Source: an optimization exercise on an open RTL-to-GDS flow (aim: small area). Production flows keep margins and buffers that such runs may drop. Function was checked by simulation only, so behaviour that the tests miss may differ from the original. Power and IR drop assume default switching activity.

$ cat run.sh
#!/bin/bash
# synth_recipe.tcl (not shown) runs the flow's synth.tcl, then flattens the netlist and writes it again
# the make line also repeats each setting of config.mk as NAME=value (left out here)
make -C /OpenROAD-flow-scripts/flow DESIGN_CONFIG=/design/flow/config.mk WORK_HOME=/design/flow/orfs CLKGATE_MAP_FILE= SYNTH_SCRIPT=/design/flow/synth_recipe.tcl finish
$ cat config.mk
export PLATFORM = sky130hd
export DESIGN_NAME = sinc_dec_channel
export DESIGN_NICKNAME = sinc_dec_channel
export VERILOG_FILES = /design/flow/design.v
export SDC_FILE = /design/flow/constraint.sdc
export NUM_CORES = 4
export LEC_CHECK = 0
export ABC_AREA = 1
export CAP_MARGIN = 20
export CORE_MARGIN = 2
export CORE_UTILIZATION = 40
export SLEW_MARGIN = 20
$ cat constraint.sdc
create_clock -name core_clock -period 10.0 [get_ports {clk}]
set_input_delay 2.0000 -clock core_clock [delete_from_list [all_inputs] [get_ports {clk}]]
set_output_delay 2.0000 -clock core_clock [all_outputs]
set_load 0.01 [all_outputs]
$ cat design.v
module sinc_dec_channel (
    input  wire        clk,
    input  wire        rst,         
    input  wire        restart,     
    input  wire        sinc4,       
    input  wire [10:0] osr,         
    input  wire [15:0] ofs,         
    input  wire [15:0] gain,        
    input  wire        md_valid,    
    input  wire        md_bit,      
    output reg         out_valid,
    output wire [15:0] out_value,
    output wire        out_ok,      
    output wire [3:0]  out_settle,
    output wire        out_clip,
    output wire [3:0]  out_seq
);
    wire [10:0] osr_m1 = osr - 11'd1;
    wire [9:0]  rm1_in = (osr < 11'd16)   ? 10'd15 :
                         (osr > 11'd1024) ? 10'd1023 : osr_m1[9:0];
    reg        active;
    reg        k4;
    reg [9:0]  rm1;          
    reg [2:0]  rc;           
    reg        clr;          
    reg [9:0]  phase;        
    reg        pend, pbit;   
    reg        busy, cbit, ccap;
    reg [2:0]  settle;
    reg [3:0]  seq;
    wire rc0  = (rc == 3'd0);
    wire rc6  = (rc == 3'd6);
    wire ph0  = (phase == 10'd0);
    wire pick = rc0 & pend;
    wire go   = pick | (busy & ~rc0);
    wire b    = rc0 ? pbit : cbit;
    wire cap  = rc0 ? ph0 : ccap;
    wire gcap = go & cap;
    always @(posedge clk) begin
        rc <= (restart | rc6) ? 3'd0 : rc + 3'd1;
        if (rst)
            active <= 1'b0;
        else if (restart)
            active <= 1'b1;
        if (restart) begin
            k4  <= sinc4;
            rm1 <= rm1_in;
        end
        clr <= restart | (clr & ~rc6);
        if (rst | restart) begin
            pend <= 1'b0;
            busy <= 1'b0;
        end else begin
            if (md_valid & active)
                pend <= 1'b1;
            else if (pick)
                pend <= 1'b0;
            if (pick)
                busy <= 1'b1;
            else if (rc6)
                busy <= 1'b0;
        end
        if (md_valid)
            pbit <= md_bit;
        if (pick) begin
            cbit <= pbit;
            ccap <= ph0;
        end
        if (restart)
            phase <= 10'd0;
        else if (pick)
            phase <= ph0 ? rm1 : phase - 10'd1;
    end
    reg [15:0] cofs, cgain;
    always @(posedge clk)
        if (md_valid & ph0) begin
            cofs  <= ofs;
            cgain <= gain;
        end
    reg [41:0] i1, i2, i3, i4, z2, z3, z4, s;
    reg [6:0]  cy;
    wire [5:0] xg = ~go ? 6'd0 : b ? {5'd0, rc0} : 6'h3F;
    wire [6:0] a1 = i1[5:0] + xg + {5'd0, ~rc0 & cy[0]};
    wire [5:0] g1 = go ? a1[5:0] : 6'd0;
    wire [6:0] a2 = i2[5:0] + g1 + {5'd0, ~rc0 & cy[1]};
    wire [5:0] g2 = go ? a2[5:0] : 6'd0;
    wire [6:0] a3 = i3[5:0] + g2 + {5'd0, ~rc0 & cy[2]};
    wire [5:0] g3 = go ? a3[5:0] : 6'd0;
    wire [6:0] a4 = i4[5:0] + g3 + {5'd0, ~rc0 & cy[3]};
    wire [5:0] d  = k4 ? a4[5:0] : a3[5:0];
    wire [6:0] c2 = d     + {1'b0, ~z2[5:0]} + {5'd0, rc0 | cy[4]};
    wire [6:0] c3 = c2[5:0] + {1'b0, ~z3[5:0]} + {5'd0, rc0 | cy[5]};
    wire [6:0] c4 = c3[5:0] + {1'b0, ~z4[5:0]} + {5'd0, rc0 | cy[6]};
    wire [5:0] sw = gcap ? (k4 ? c4[5:0] : c3[5:0]) : s[5:0];
    always @(posedge clk) begin
        cy <= {c4[6], c3[6], c2[6], a4[6], a3[6], a2[6], a1[6]};
        i1 <= {clr ? 6'd0 : a1[5:0], i1[41:6]};
        i2 <= {clr ? 6'd0 : a2[5:0], i2[41:6]};
        i3 <= {(clr | (gcap & ~k4)) ? 6'd0 : a3[5:0], i3[41:6]};
        i4 <= {(clr | (gcap & k4)) ? 6'd0 : a4[5:0], i4[41:6]};
        z2 <= {clr ? 6'd0 : gcap ? d       : z2[5:0], z2[41:6]};
        z3 <= {clr ? 6'd0 : gcap ? c2[5:0] : z3[5:0], z3[41:6]};
        z4 <= {clr ? 6'd0 : gcap ? c3[5:0] : z4[5:0], z4[41:6]};
        s  <= {sw, s[41:6]};
    end
    reg  [6:0] pc;           
    reg  [5:0] dbuf;         
    reg  [9:0] r1, r2, r3, r4;
    wire start = go & ccap & rc6 & active;
    wire ld    = (pc == 7'd6) | (pc == 7'd12) | (pc == 7'd18) | (pc == 7'd24) |
                 (pc == 7'd30) | (pc == 7'd36);
    wire [10:0] nrm = ~{1'b0, rm1};
    wire [10:0] t1 = {r1, dbuf[5]};
    wire [11:0] e1 = {1'b0, t1} + {1'b0, nrm};
    wire        q1 = e1[11];
    wire [10:0] t2 = {r2, q1};
    wire [11:0] e2 = {1'b0, t2} + {1'b0, nrm};
    wire        q2 = e2[11];
    wire [10:0] t3 = {r3, q2};
    wire [11:0] e3 = {1'b0, t3} + {1'b0, nrm};
    wire        q3 = e3[11];
    wire [10:0] t4 = {r4, q3};
    wire [11:0] e4 = {1'b0, t4} + {1'b0, nrm};
    wire        q4 = e4[11];
    wire        qo = k4 ? q4 : q3;
    wire [9:0]  rinit = sw[5] ? rm1 : 10'd0;
    always @(posedge clk) begin
        dbuf <= (start | ld) ? sw : {dbuf[4:0], 1'b0};
        r1 <= start ? rinit : q1 ? e1[9:0] : t1[9:0];
        r2 <= start ? rinit : q2 ? e2[9:0] : t2[9:0];
        r3 <= start ? rinit : q3 ? e3[9:0] : t3[9:0];
        r4 <= start ? rinit : q4 ? e4[9:0] : t4[9:0];
    end
    reg        qd1, qd2;
    reg        fa, fb;       
    reg [40:0] acc;
    wire sticky = (r1 != 10'd0) | (r2 != 10'd0) | (r3 != 10'd0) |
                  (k4 & (r4 != 10'd0));
    wire hstep  = (pc >= 7'd43);
    wire w24    = (pc == 7'd43);
    wire w20    = (pc == 7'd47);
    wire wofs   = (pc >= 7'd47) & (pc <= 7'd62);
    wire wlast  = (pc == 7'd67);
    wire [6:0] oidx7 = 7'd62 - pc;
    wire obit   = wofs & cofs[oidx7[3:0]];
    wire ysat   = fb | (fa & qd1);
    wire rnd    = qd1 & (sticky | qd2);
    reg signed [2:0] dg;
    always @(*) begin
        if (!hstep)
            dg = 3'sd0;
        else if (w24)
            dg = qd2 ? -3'sd1 : 3'sd0;
        else if (w20)
            dg = $signed({2'b0, qd2}) - $signed({2'b0, obit});
        else if (wlast)
            dg = $signed({2'b0, qd2}) + $signed({2'b0, rnd}) - $signed({2'b0, ysat});
        else
            dg = $signed({2'b0, qd2}) + $signed({2'b0, obit});
    end
    wire [40:0] gext = {25'd0, cgain};
    wire [40:0] addend = (dg == 3'sd1)  ? gext :
                         (dg == 3'sd2)  ? {gext[39:0], 1'b0} :
                         (dg == -3'sd1) ? ~gext : 41'd0;
    wire        acin = (dg == -3'sd1);
    always @(posedge clk) begin
        qd1 <= qo;
        qd2 <= qd1;
        acc <= {acc[39:0], 1'b0} + addend + {40'd0, acin};
        if (w24) begin
            fa <= ~qd2 & ~qd1;
            fb <= ~qd2 & qd1;
        end else if (wlast) begin
            fb <= ysat;
        end else begin
            fa <= fa & qd1;
        end
    end
    always @(posedge clk) begin
        if (rst)
            pc <= 7'd0;
        else if (start)
            pc <= 7'd1;
        else if (wlast)
            pc <= 7'd0;
        else if (pc != 7'd0)
            pc <= pc + 7'd1;
        out_valid <= ~rst & wlast;
        if (rst)
            seq <= 4'd0;
        else if (wlast)
            seq <= seq + 4'd1;
        if (restart)
            settle <= sinc4 ? 3'd4 : 3'd3;
        else if (out_valid && settle != 3'd0)
            settle <= settle - 3'd1;
    end
    wire [17:0] qv   = acc[40:23];
    wire        vup  = acc[22] & ((acc[21:0] != 22'd0) | acc[23]);
    wire [17:0] vf   = qv + {17'd0, vup};
    wire        vhi  = ~vf[17] & (vf[16] | vf[15]);
    wire        vlo  = vf[17] & ~(vf[16] & vf[15]);
    assign out_value  = vhi ? 16'h7FFF : vlo ? 16'h8000 : vf[15:0];
    assign out_clip   = fb | vhi | vlo;
    assign out_settle = {1'b0, settle};
    assign out_ok     = (settle == 3'd0);
    assign out_seq    = seq;
endmodule
==> reports/qor.txt, run 1 <==
Worst VDD drop = 0.134 mV
startpoint of the worst hold path = i4[33]
vias in the first global route = 15500
routed length per instance = 15.0 microns
DRT Pass-1 Iters = 5
Yosys cell types = 58
crit path launch type = flip-flop
CTS Hold Buffers Added = 0
fillers = 5081
I/O Pins = 76
CTS H-tree lvls = 2
Initial Util = 40.7%
Synth area leaders = dfxtp_1 43%, nand2_1 9.7%, ha_1 7.7%
gr ovfl total = 0
Crit. Startpoint = rc[0]
async set or reset register ratio after synthesis = 0%
Clock Root Buffer = clkbuf_16
most used cell, CP = inv_1
First DRT Iteration DRCs = 1197
Final HPWL DP = 38000 microns
Synth Area per Inst = 8.64 sq um
initial antenna violation count = 1
RSZ-0062 raised after global routing = no
post-synthesis register bit count = 512
ys flop type = dfxtp_1
total wire length = 49800 microns
RR Startpoint = rc[0]
CP bufs+invs = 10
CTS tree = done
Antenna diodes = 0
layout cells sized above 1 = 5.87%
Final Wtd Congestion = 0.941
Total GRT Usage = 17.7%
number of max-cap violations = 0
status = timing/DRC/antenna clean
Worst-Margin Slew = 1.02 ns
fin crit period = 8.77 ns
Slew Limit Fails = 0
switch share = 30.0%
worst slack at placement = 1.27 ns
die area = 55600 sq um
CP delay by family, top = adder cells
multi-input logic area = 9430 sq um
P_int = 3820 uW
Pleak = 0.0111 uW
Yosys top cell area share = 42.9%
Mapped Cells = 2490
die height = 236 microns
Final Cycle Share = 87.7%
P&R area growth vs syn = 14.9%
CP max stage cell = fa_1
Routed Antenna Nets = 0
hold crit path type = flip-flop to flip-flop
YS warnings = 1
Worst-Skew Late Latency = 0.61 ns
CTS clock-pin slew for the worst setup and hold paths = 0.06 ns
CTS buffer count = 50
Clock Sinks = 512
setup violators final = 0
Post-synth EDFFs = 51
Vias = 16200
via/cell ratio = 4.90
power density over cell area = 221 nW/um^2
syn_nets = 2691
achievable frequency = 114 MHz
final hold violations = 0
Yosys top cell by area = dfxtp_1
row count = 84
Critical Path Sink Type = flip-flop
Setup TNS = 0 ns
I/O Buffers = 74
Clock power frac = 36.0%
final setup margin = 1.23 ns
setup bufs post-CTS = 0
FF+latch area = 10800 sq um
switching pwr = 1640 uW
die width = 236 microns
Logic pwr share = 21.1%
hold slack = 0.309 ns
crit-path max cell delay = 0.49 ns
CP required = 10.52 ns
DRC errors left = 0
Setup Skew = 0.0357 ns
Max-slew headroom = 31.7%
post-cts gate resize count = 0
Worst Setup Path Type = flip-flop to flip-flop
first-pass GRT wire length = 79800 microns
largest net degree at the start of global routing = 35
clock buffer depth = 3
Final nets = 2787
sequential share of power = 42.9%
post-synthesis sequential area ratio = 50.0%
Crit Path Max Fanout = 14
core footprint = 52900 sq um
mapped cell area = 21500 sq um
Crit path arrival time = 9.29 ns
==> metrics by stage <==
stage	cells	util (%)	power, uW	cell area (sq um)
after global routing	3313	46.8	5770	24700
after detailed placement	3222	43.4	3530	23000
after floorplan	2490	-	3210	21500
final	3313	46.8	5460	24700
after CTS	3313	46.8	5510	24700
after global placement	3222	43.4	3510	23000
==> sequential cells by signal, summed over array words and instances, names as in the netlist, 42 cells and up <==
register  flops
i1           42
i2           42
i3           42
i4           42
s            42
z2           42
z3           42
z4           42
==> layout by cell type, fill, tap and decap left out, types with 5 or more instances in the layout <==
master,netlist,final
nand2_1,554,554
dfxtp_1,461,461
inv_1,286,286
nor2_1,234,233
a21oi_1,153,153
ha_1,133,133
nand3_1,120,120
o21ai_0,102,102
clkdlybuf4s50_1,0,74
xor2_1,55,55
clkbuf_16,0,54
edfxtp_1,51,51
nand4_1,47,47
xnor2_1,39,39
o211ai_1,27,27
o21bai_1,26,26
fa_1,19,19
nor3_1,15,15
a31oi_1,14,14
or2_2,13,13
nor4_1,11,11
nand2_2,9,9
inv_2,9,9
nand3_2,9,9
o211ai_2,9,9
clkbuf_1,15,9
a21o_1,7,7
clkbuf_8,0,7
clkinv_4,0,6
buf_4,5,6
nor2_4,4,5
and2_1,5,5
==> path summary, 6_finish.rpt <==
path                 end  slack [ns]  cells past startpoint
hold / removal    i4[27]        0.31                      0
setup reg to reg   r2[9]        1.23                     44
setup / recovery   r2[9]        1.23                     44
hold reg to reg   i4[27]        0.31                      0
==> routing by layer <==
metal	part of all wire [%]	routed length (microns)	track usage, %
met2	43	21200	27.1
met3	5.0	2480	2.66
met4	2.6	1300	5.69
met1	50	24800	25.5
met5	0	0	0
==> Yosys cell counts, types with 39 or more instances <==
master,instances
inv_1,286
ha_1,133
edfxtp_1,51
nor2_1,234
o21ai_0,102
nand4_1,47
nand3_1,120
xor2_1,55
dfxtp_1,461
a21oi_1,153
nand2_1,554
xnor2_1,39
==> area by class of cell <==
class                   count  share of cell area, %
clock buffers              70                   5.99
clock inverters            21                   1.15
inverters                 298                   4.52
multi-input cells        1644                   38.1
flip-flops and latches    512                   43.5
well taps                 688                   3.48
repair buffers             80                   3.18
==> worst register-to-register path: cells and delay by family, from the launching register on <==
| family | cells | cell delay, ns |
|---|---|---|
| fa+ha+maj | 9 | 3.48 |
| simple gates | 17 | 2.21 |
| buf+inv | 10 | 1.01 |
| compound gates | 5 | 0.99 |
| xor+xnor | 3 | 0.70 |
| flops | 1 | 0.35 |
==> cells by family after synthesis <==
kind of cell | share of synthesized area (%)
other | 0.0174
buffers and inverters | 6.16
xor gates and xnor gates | 3.83
AOI/OAI and AO/OA | 9.71
DFF | 50.0
and+or+nand+nor | 20.7
adders and majority gates | 9.51
muxes | 0.0465
==> power groups by stage <==
stage	clock, uW	sequential (uW)	combinational (uW)
2_1_floorplan	0	2330	884
3_3_place_gp	0	2390	1120
3_5_place_dp	0	2390	1140
4_1_cts	2020	2340	1150
5_1_grt	2090	2360	1320
6_report	1970	2340	1150
==> inputs of run 2 (changes only) <==
--- a/config.mk
+++ b/config.mk
@@ -5,7 +5,6 @@
 export SDC_FILE = /design/flow/constraint.sdc
 export NUM_CORES = 4
 export LEC_CHECK = 0
-export ABC_AREA = 1
 export CAP_MARGIN = 20
 export CORE_MARGIN = 2
 export CORE_UTILIZATION = 40
==> run 2 against run 1 <==
- critical path type unchanged
- worst hold slack lost 0.011 ns
- non-clock buffer count grew 6
- maximum frequency rose by 0.65%
- via count fell by 20%
- still clean
- highest routed layer unchanged
- wire length down 24%
==> reports/qor.txt, run 2 <==
power density over cell area = 233 nW/um^2 (was 221 nW/um^2)
hold crit path type = flip-flop to flip-flop (unchanged)
Yosys top cell area share = 46.8% (was 42.9%)
status = timing/DRC/antenna clean (unchanged)
Slew Limit Fails = 0 (unchanged)
async set or reset register ratio after synthesis = 0% (unchanged)
post-cts gate resize count = 0 (unchanged)
First DRT Iteration DRCs = 701 (was 1197)
syn_nets = 2053 (was 2691)
Final nets = 2143 (was 2787)
CTS Hold Buffers Added = 0 (unchanged)
post-synthesis register bit count = 512 (unchanged)
Setup TNS = 0 ns (unchanged)
crit-path max cell delay = 0.56 ns (was 0.49 ns)
CTS H-tree lvls = 2 (unchanged)
CTS buffer count = 51 (was 50)
Setup Skew = 0.0418 ns (was 0.0357 ns)
Routed Antenna Nets = 0 (unchanged)
setup violators final = 0 (unchanged)
row count = 81 (was 84)
Synth area leaders = dfxtp_1 47%, ha_1 8.4%, edfxtp_1 7.8% (was dfxtp_1 43%, nand2_1 9.7%, ha_1 7.7%)
Critical Path Sink Type = flip-flop (unchanged)
DRC errors left = 0 (unchanged)
largest net degree at the start of global routing = 36 (was 35)
crit path launch type = flip-flop (unchanged)
Worst-Skew Late Latency = 0.60 ns (was 0.61 ns)
Max-slew headroom = 35.9% (was 31.7%)
Post-synth EDFFs = 51 (unchanged)
Clock Root Buffer = clkbuf_16 (unchanged)
YS warnings = 1 (unchanged)
post-synthesis sequential area ratio = 54.6% (was 50.0%)
Clock Sinks = 512 (unchanged)
I/O Buffers = 74 (unchanged)
CP required = 10.48 ns (was 10.52 ns)
CP max stage cell = fa_1 (unchanged)
Pwr Total = 5380 uW (was 5460 uW)
Final Wtd Congestion = 0.842 (was 0.941)
gr ovfl total = 0 (unchanged)
die height = 226 microns (was 236 microns)
layout cells sized above 1 = 7.46% (was 5.87%)
CP Depth = 33 (was 44)
metal1 wirelength = 18500 microns (was 24800 microns)
total wire length = 37900 microns (was 49800 microns)
CP delay by family, top = adder cells (unchanged)
initial antenna violation count = 1 (unchanged)
routed length per instance = 14.3 microns (was 15.0 microns)
CTS clock-pin slew for the worst setup and hold paths = 0.07 ns (was 0.06 ns)
achievable frequency = 115 MHz (was 114 MHz)
most frequent cell after synthesis = dfxtp_1 (was nand2_1)
CTS tree = done (unchanged)
via/cell ratio = 4.88 (was 4.90)
die width = 226 microns (was 236 microns)
number of max-cap violations = 0 (unchanged)
Synth Area per Inst = 10.6 sq um (was 8.64 sq um)
Pleak = 0.00964 uW (was 0.0111 uW)
Post-synth top cells = 461 x dfxtp_1, 155 x nor2_1, 143 x a21oi_1, 133 x ha_1, 123 x nand2_1 (was 554 x nand2_1, 461 x dfxtp_1, 286 x inv_1, 234 x nor2_1, 153 x a21oi_1)
die area = 51100 sq um (was 55600 sq um)
Worst-Margin Slew = 0.961 ns (was 1.02 ns)
Worst VDD drop = 0.126 mV (was 0.134 mV)
most frequent cells in the layout = 461 x dfxtp_1, 155 x nor2_1, 143 x a21oi_1, 133 x ha_1, 123 x nand2_1 (was 554 x nand2_1, 461 x dfxtp_1, 286 x inv_1, 233 x nor2_1, 153 x a21oi_1)
DRT Pass-1 Iters = 5 (unchanged)
ys flop type = dfxtp_1 (unchanged)
first-pass GRT wire length = 62200 microns (was 79800 microns)
Routed met3 length = 1420 microns (was 2480 microns)
most common cell after layout, fill and taps aside = dfxtp_1 (was nand2_1)
max layer used = met4 (unchanged)
Vias = 12900 (was 16200)
final hold violations = 0 (unchanged)
Yosys top cell by area = dfxtp_1 (unchanged)
core footprint = 48700 sq um (was 52900 sq um)
P&R area growth vs syn = 16.9% (was 14.9%)
vias in the first global route = 12500 (was 15500)
Mapped Cells = 1852 (was 2490)
Final Cycle Share = 87.1% (was 87.7%)
setup bufs post-CTS = 0 (unchanged)
mapped cell area = 19700 sq um (was 21500 sq um)
Reg2Reg Setup Slack = 1.29 ns (was 1.23 ns)
met2 wire length = 17200 microns (was 21200 microns)
CP bufs+invs = 5 (was 10)
Yosys cell types = 83 (was 58)
most used cell, CP = fa_1 (was inv_1)
Total GRT Usage = 15.1% (was 17.7%)
RSZ-0062 raised after global routing = no (unchanged)
I/O Pins = 76 (unchanged)
Crit Path Max Fanout = 13 (was 14)
fillers = 4481 (was 5081)
Worst Setup Path Type = flip-flop to flip-flop (unchanged)
Crit path arrival time = 9.19 ns (was 9.29 ns)
clock buffer depth = 3 (unchanged)
Final HPWL DP = 26900 microns (was 38000 microns)
fin crit period = 8.71 ns (was 8.77 ns)
Initial Util = 40.4% (was 40.7%)
hold depth = 0 (unchanged)
Worst Reg2Reg Path Length in Cells = 33 (was 44)
==> run 2: cell count changes in the layout (fill, tap and decap cells not counted), sizes merged, moves of 14 or more <==
cell     before  now
mux2i         1   18
inv         299  117
nor3         15   32
nor2b         1   15
nand3       130   25
nand2       564  124
a21o          7   56
xnor2        39   81
a2bb2oi       0   15
nor2        241  158
o211ai       36   10
nand4        49   13
a211oi        1   18
==> run 2: final cells by class <==
type	count	area, sq um	share of cell area, %
Antenna cell	1	2.50	0.0109
Clock buffer	71	1550	6.72
Clock inverter	23	337	1.46
Inverter	111	419	1.82
Multi-Input combinational cell	1180	8320	36.1
Sequential cell	512	10800	46.7
Tap cell	664	831	3.60
Timing Repair Buffer	86	831	3.60
==> run 2: routing by layer <==
layer	GRT usage (%)	vias up
li1	-	6628
met1	20.3	6052
met3	2.52	59
met2	24.5	175
met4	5.28	0
met5	0	-
==> run 2: final timing paths <==
check,start,to
setup reg to reg,rc[0],r2[5]
hold / removal,i4[36],i4[30]
setup / recovery,rc[0],r2[5]
hold reg to reg,i4[36],i4[30]
==> run 2: cell families after synthesis <==
| group | count (synthesis) | share of synthesized area [%] |
|---|---|---|
| flops | 512 | 54.6 |
| simple gates | 441 | 10.4 |
| compound gates | 432 | 13.9 |
| buf+inv | 160 | 3.33 |
| fa+ha+maj | 152 | 10.4 |
| xor+xnor | 125 | 5.55 |
| mux | 29 | 1.83 |
| other cells | 1 | 0.0190 |
==> run 2: through the flow <==
stage	worst slack, ns	std cells	util (%)	hold slack, ns	instance area (sq um)
3_3_place_gp	1.46	2553	43.4	0.310	21200
3_5_place_dp	1.33	2553	43.4	0.312	21200
5_1_grt	0.638	2648	47.3	0.311	23000
6_report	1.29	2648	47.3	0.298	23000
4_1_cts	1.27	2647	47.3	0.289	23000
2_1_floorplan	1.71	1852	-	0.310	19700
==> run 2: power by group <==
part | switching (uW) | leakage (uW) | internal (uW) | total [uW]
Clock | 819 | 0.000931 | 1230 | 2050
Sequential | 117 | 0.00422 | 2220 | 2340
Combinational | 523 | 0.00448 | 466 | 988
Total | 1460 | 0.00964 | 3920 | 5380
==> inputs of run 3 (changes only) <==
--- a/config.mk
+++ b/config.mk
@@ -5,7 +5,10 @@
 export SDC_FILE = /design/flow/constraint.sdc
 export NUM_CORES = 4
 export LEC_CHECK = 0
+export ABC_AREA = 1
 export CAP_MARGIN = 20
 export CORE_MARGIN = 2
 export CORE_UTILIZATION = 40
+export CTS_BUF_LIST = sky130_fd_sc_hd__clkbuf_4
+export CTS_CLUSTER_SIZE = 30
 export SLEW_MARGIN = 20
==> run 3 against run 2 <==
- still clean on timing, DRC and antenna
- count of clock-buffer cells in the layout rose by 117
- global-route usage rose by 3.3 points
- design area rose by 7.5%
- sequential power barely moved
- critical path depth rose by 11
- first-iteration DRC count rose by 54%
- synthesized area rose by 9.1%
- total power fell by 0.33%
- largest cell class unchanged
==> reports/qor.txt, run 3 <==
status = timing/DRC/antenna clean (unchanged)
Final Cycle Share = 88.0% (was 87.1%)
Compound-Gate Fraction of Synth Area = 9.71% (was 13.9%)
Final nets = 2870 (was 2143)
Yosys cell types = 58 (was 83)
Mapped Cells = 2490 (was 1852)
core footprint = 52900 sq um (was 48700 sq um)
gr ovfl total = 0 (unchanged)
fillers = 5178 (was 4481)
layout cells sized above 1 = 10.2% (was 7.46%)
worst min-delay path endpoint = s[20] (was i4[30])
most frequent cells in the layout = 554 x nand2_1, 461 x dfxtp_1, 286 x inv_1, 233 x nor2_1, 188 x clkbuf_4 (was 461 x dfxtp_1, 155 x nor2_1, 143 x a21oi_1, 133 x ha_1, 123 x nand2_1)
Slew Limit Fails = 0 (unchanged)
met2 usage = 27.1% (was 24.5%)
Clock Sinks = 512 (unchanged)
largest net degree at the start of global routing = 35 (was 36)
RSZ-0062 raised after global routing = no (unchanged)
CP required = 10.82 ns (was 10.48 ns)
crit-path max cell delay = 0.48 ns (was 0.56 ns)
Max-slew headroom = 31.4% (was 35.9%)
post-synthesis xor/xnor area fraction = 3.83% (was 5.55%)
P_int = 3680 uW (was 3920 uW)
via/cell ratio = 4.83 (was 4.88)
proportion of synthesized area in mux cells = 0.0465% (was 1.83%)
post-cts gate resize count = 0 (unchanged)
Initial Util = 40.7% (was 40.4%)
first-pass GRT wire length = 81500 microns (was 62200 microns)
Setup Skew = 0.0397 ns (was 0.0418 ns)
sequential share of power = 43.7% (was 43.5%)
post-synthesis sequential area ratio = 50.0% (was 54.6%)
async set or reset register ratio after synthesis = 0% (unchanged)
hold crit path type = flip-flop to flip-flop (unchanged)
most used cell, CP = inv_1 (was fa_1)
total wire length = 50600 microns (was 37900 microns)
M3 GR Usage = 4.07% (was 2.52%)
YS warnings = 1 (unchanged)
GR Layer Usage met1 = 25.5% (was 20.3%)
row count = 84 (was 81)
Logic pwr share = 21.5% (was 18.4%)
Post-synth top cells = 554 x nand2_1, 461 x dfxtp_1, 286 x inv_1, 234 x nor2_1, 153 x a21oi_1 (was 461 x dfxtp_1, 155 x nor2_1, 143 x a21oi_1, 133 x ha_1, 123 x nand2_1)
initial antenna violation count = 3 (was 1)
setup violators final = 0 (unchanged)
largest family of logic cells by synthesized area = simple AND/OR/NAND/NOR gates (was compound AO/OA/AOI/OAI gates)
Worst VDD drop = 0.151 mV (was 0.126 mV)
Routed Antenna Nets = 0 (unchanged)
Simple-Gate Fraction of Synth Area = 20.7% (was 10.4%)
RR Startpoint = rc[0] (unchanged)
CP max stage cell = fa_1 (unchanged)
CTS H-tree lvls = 4 (was 2)
hold depth = 0 (unchanged)
final hold violations = 0 (unchanged)
P&R area growth vs syn = 15.2% (was 16.9%)
DRT Pass-1 Iters = 5 (unchanged)
DRC errors left = 0 (unchanged)
Crit Path Max Fanout = 14 (was 13)
CTS Hold Buffers Added = 0 (unchanged)
GRT busiest layer = met2 (unchanged)
Yosys top cell area share = 42.9% (was 46.8%)
vias in the first global route = 16300 (was 12500)
I/O Buffers = 74 (unchanged)
I/O Pins = 76 (unchanged)
CTS clock-pin slew for the worst setup and hold paths = 0.07 ns (about the same)
ys flop type = dfxtp_1 (unchanged)
Final Wtd Congestion = 0.941 (was 0.842)
number of max-cap violations = 0 (unchanged)
Synth Area per Inst = 8.64 sq um (was 10.6 sq um)
mapped cell area = 21500 sq um (was 19700 sq um)
switch share = 31.3% (was 27.1%)
Crit path arrival time = 9.61 ns (was 9.19 ns)
First DRT Iteration DRCs = 1082 (was 701)
Pleak = 0.0113 uW (was 0.00964 uW)
routed length per instance = 14.6 microns (was 14.3 microns)
Yosys top cell by area = dfxtp_1 (unchanged)
Vias = 16800 (was 12900)
power density over cell area = 216 nW/um^2 (was 233 nW/um^2)
worst reg2reg endpoint = r4[9] (was r2[5])
Worst-Margin Slew = 1.03 ns (was 0.961 ns)
Clock power frac = 34.8% (was 38.1%)
Total GRT Usage = 18.3% (was 15.1%)
Post-synth EDFFs = 51 (unchanged)
most frequent cell after synthesis = nand2_1 (was dfxtp_1)
post-synthesis register bit count = 512 (unchanged)
Adder-Cell Fraction of Synth Area = 9.51% (was 10.4%)
die height = 236 microns (was 226 microns)
Worst Reg2Reg Path Length in Cells = 44 (was 33)
Clock Root Buffer = clkbuf_4 (was clkbuf_16)
Critical Path Sink Type = flip-flop (unchanged)
hold slack = 0.307 ns (was 0.298 ns)
fin crit period = 8.80 ns (was 8.71 ns)
CTS buffer count = 133 (was 51)
switching pwr = 1680 uW (was 1460 uW)
Worst Setup Path Type = flip-flop to flip-flop (unchanged)
Reg2Reg Setup Slack = 1.20 ns (was 1.29 ns)
die area = 55600 sq um (was 51100 sq um)
Worst-Skew Late Latency = 0.90 ns (was 0.60 ns)
Setup TNS = 0 ns (unchanged)
Final HPWL DP = 38000 microns (was 26900 microns)
Synth area leaders = dfxtp_1 43%, nand2_1 9.7%, ha_1 7.7% (was dfxtp_1 47%, ha_1 8.4%, edfxtp_1 7.8%)
setup bufs post-CTS = 0 (unchanged)
clock buffer depth = 3 (unchanged)
startpoint of the worst hold path = s[26] (was i4[36])
achievable frequency = 114 MHz (was 115 MHz)
CTS tree = done (unchanged)
syn_nets = 2691 (was 2053)
die width = 236 microns (was 226 microns)
most common cell after layout, fill and taps aside = nand2_1 (was dfxtp_1)
crit path launch type = flip-flop (unchanged)
## run 3: changes by cell type after synthesis, moves of 35 or more
cell | before | now
nand2_1 | 123 | 554
inv_1 | 107 | 286
nand3_1 | 25 | 120
nor2_1 | 155 | 234
a21o_1 | 56 | 7
xnor2_1 | 81 | 39
nand4_1 | 12 | 47
o21ai_0 | 67 | 102
## run 3: worst max path at each step
stage               startpoint    end  slack [ns]  depth (start not counted)
floorplan                rc[0]  r4[7]        2.73                         43
global placement         rc[0]  r1[9]        1.60                         44
detailed placement       rc[0]  r2[9]        1.27                         44
CTS                      rc[0]  r2[9]        1.21                         44
global route             rc[0]  r2[9]        0.49                         44
finish                   rc[0]  r4[9]        1.20                         44
## run 3: through the flow
stage | worst slack (ns) | area, sq um | total power, uW | cells | utilization (%)
after floorplan | 2.73 | 21500 | 3210 | 2490 | -
after global placement | 1.60 | 23000 | 3510 | 3222 | 43.4
after detailed placement | 1.27 | 23000 | 3530 | 3222 | 43.4
after CTS | 1.21 | 24800 | 5430 | 3465 | 46.8
after global routing | 0.487 | 24800 | 5730 | 3469 | 46.8
final | 1.20 | 24800 | 5360 | 3470 | 46.8
## run 3: area by class of cell
class | instances | area (sq um) | share of cell area [%]
well taps | 688 | 861 | 3.48
flip-flops and latches | 512 | 10800 | 43.4
clock inverters | 55 | 388 | 1.57
clock buffers | 188 | 1410 | 5.70
repair buffers | 80 | 786 | 3.17
inverters | 298 | 1120 | 4.52
multi-input cells | 1644 | 9430 | 38.1
diodes | 5 | 12.5 | 0.0505
## run 3: kinds of logic (layout without fill, tap and decap cells)
kind of cell	after synthesis	after routing
xor+xnor	94	94
other cells	1	6
compound gates	358	358
flops	512	512
simple gates	1038	1038
mux	1	1
fa+ha+maj	152	152
buf+inv	334	621
## run 3: layer usage
layer / wire length [microns] / share of wire, %
met5: 0 / 0
met4: 1290 / 2.5
met3: 2470 / 4.9
met2: 21800 / 43
met1: 25100 / 50
## run 3: critical path, delay by kind of cell (launching register included)
family / cells / cell delay [ns]
xor+xnor: 3 / 0.71
flops: 1 / 0.35
compound gates: 5 / 1.00
fa+ha+maj: 9 / 3.47
simple gates: 17 / 2.19
buf+inv: 10 / 1.02
## run 3: power groups by stage
stage	registers (uW)	clock network [uW]	logic, uW
global route	2360	2050	1320
detailed placement	2390	0	1140
finish	2340	1860	1150
floorplan	2330	0	884
CTS	2340	1940	1150
global placement	2390	0	1120

re-timing with driven ports:
The results above use ideal ports. As a check the final layouts listed here were re-extracted and re-timed, cells and wires unchanged.
Step 1 sets driving cells, clkbuf_16 on the clock port and buf_2 on the other inputs (assumed; they add their load-dependent delay and slew).
Step 2, shift: input delay + t, output delay - t, t = (earliest + latest rising clock arrival at the registers) / 2. This alone moves slack from input paths to output paths.
Three values: no drivers, after step 1, after step 2; two values: the first two.
run	t (ns)	setup WS [ns]	hold WS [ns]	clock arrival spread, ns	pins driven straight from the clock port
run 1	0.651	1.235 / 1.235 / 1.235	0.309 / 0.309 / 0.309	0.036 / 0.035	1
run 2	0.635	1.292 / 1.292 / 1.292	0.298 / 0.298 / 0.298	0.044 / 0.043	1
run 3	0.930	1.205 / 1.205 / 1.205	0.307 / 0.307 / 0.307	0.040 / 0.040	1
After both steps every run listed still meets setup and hold.
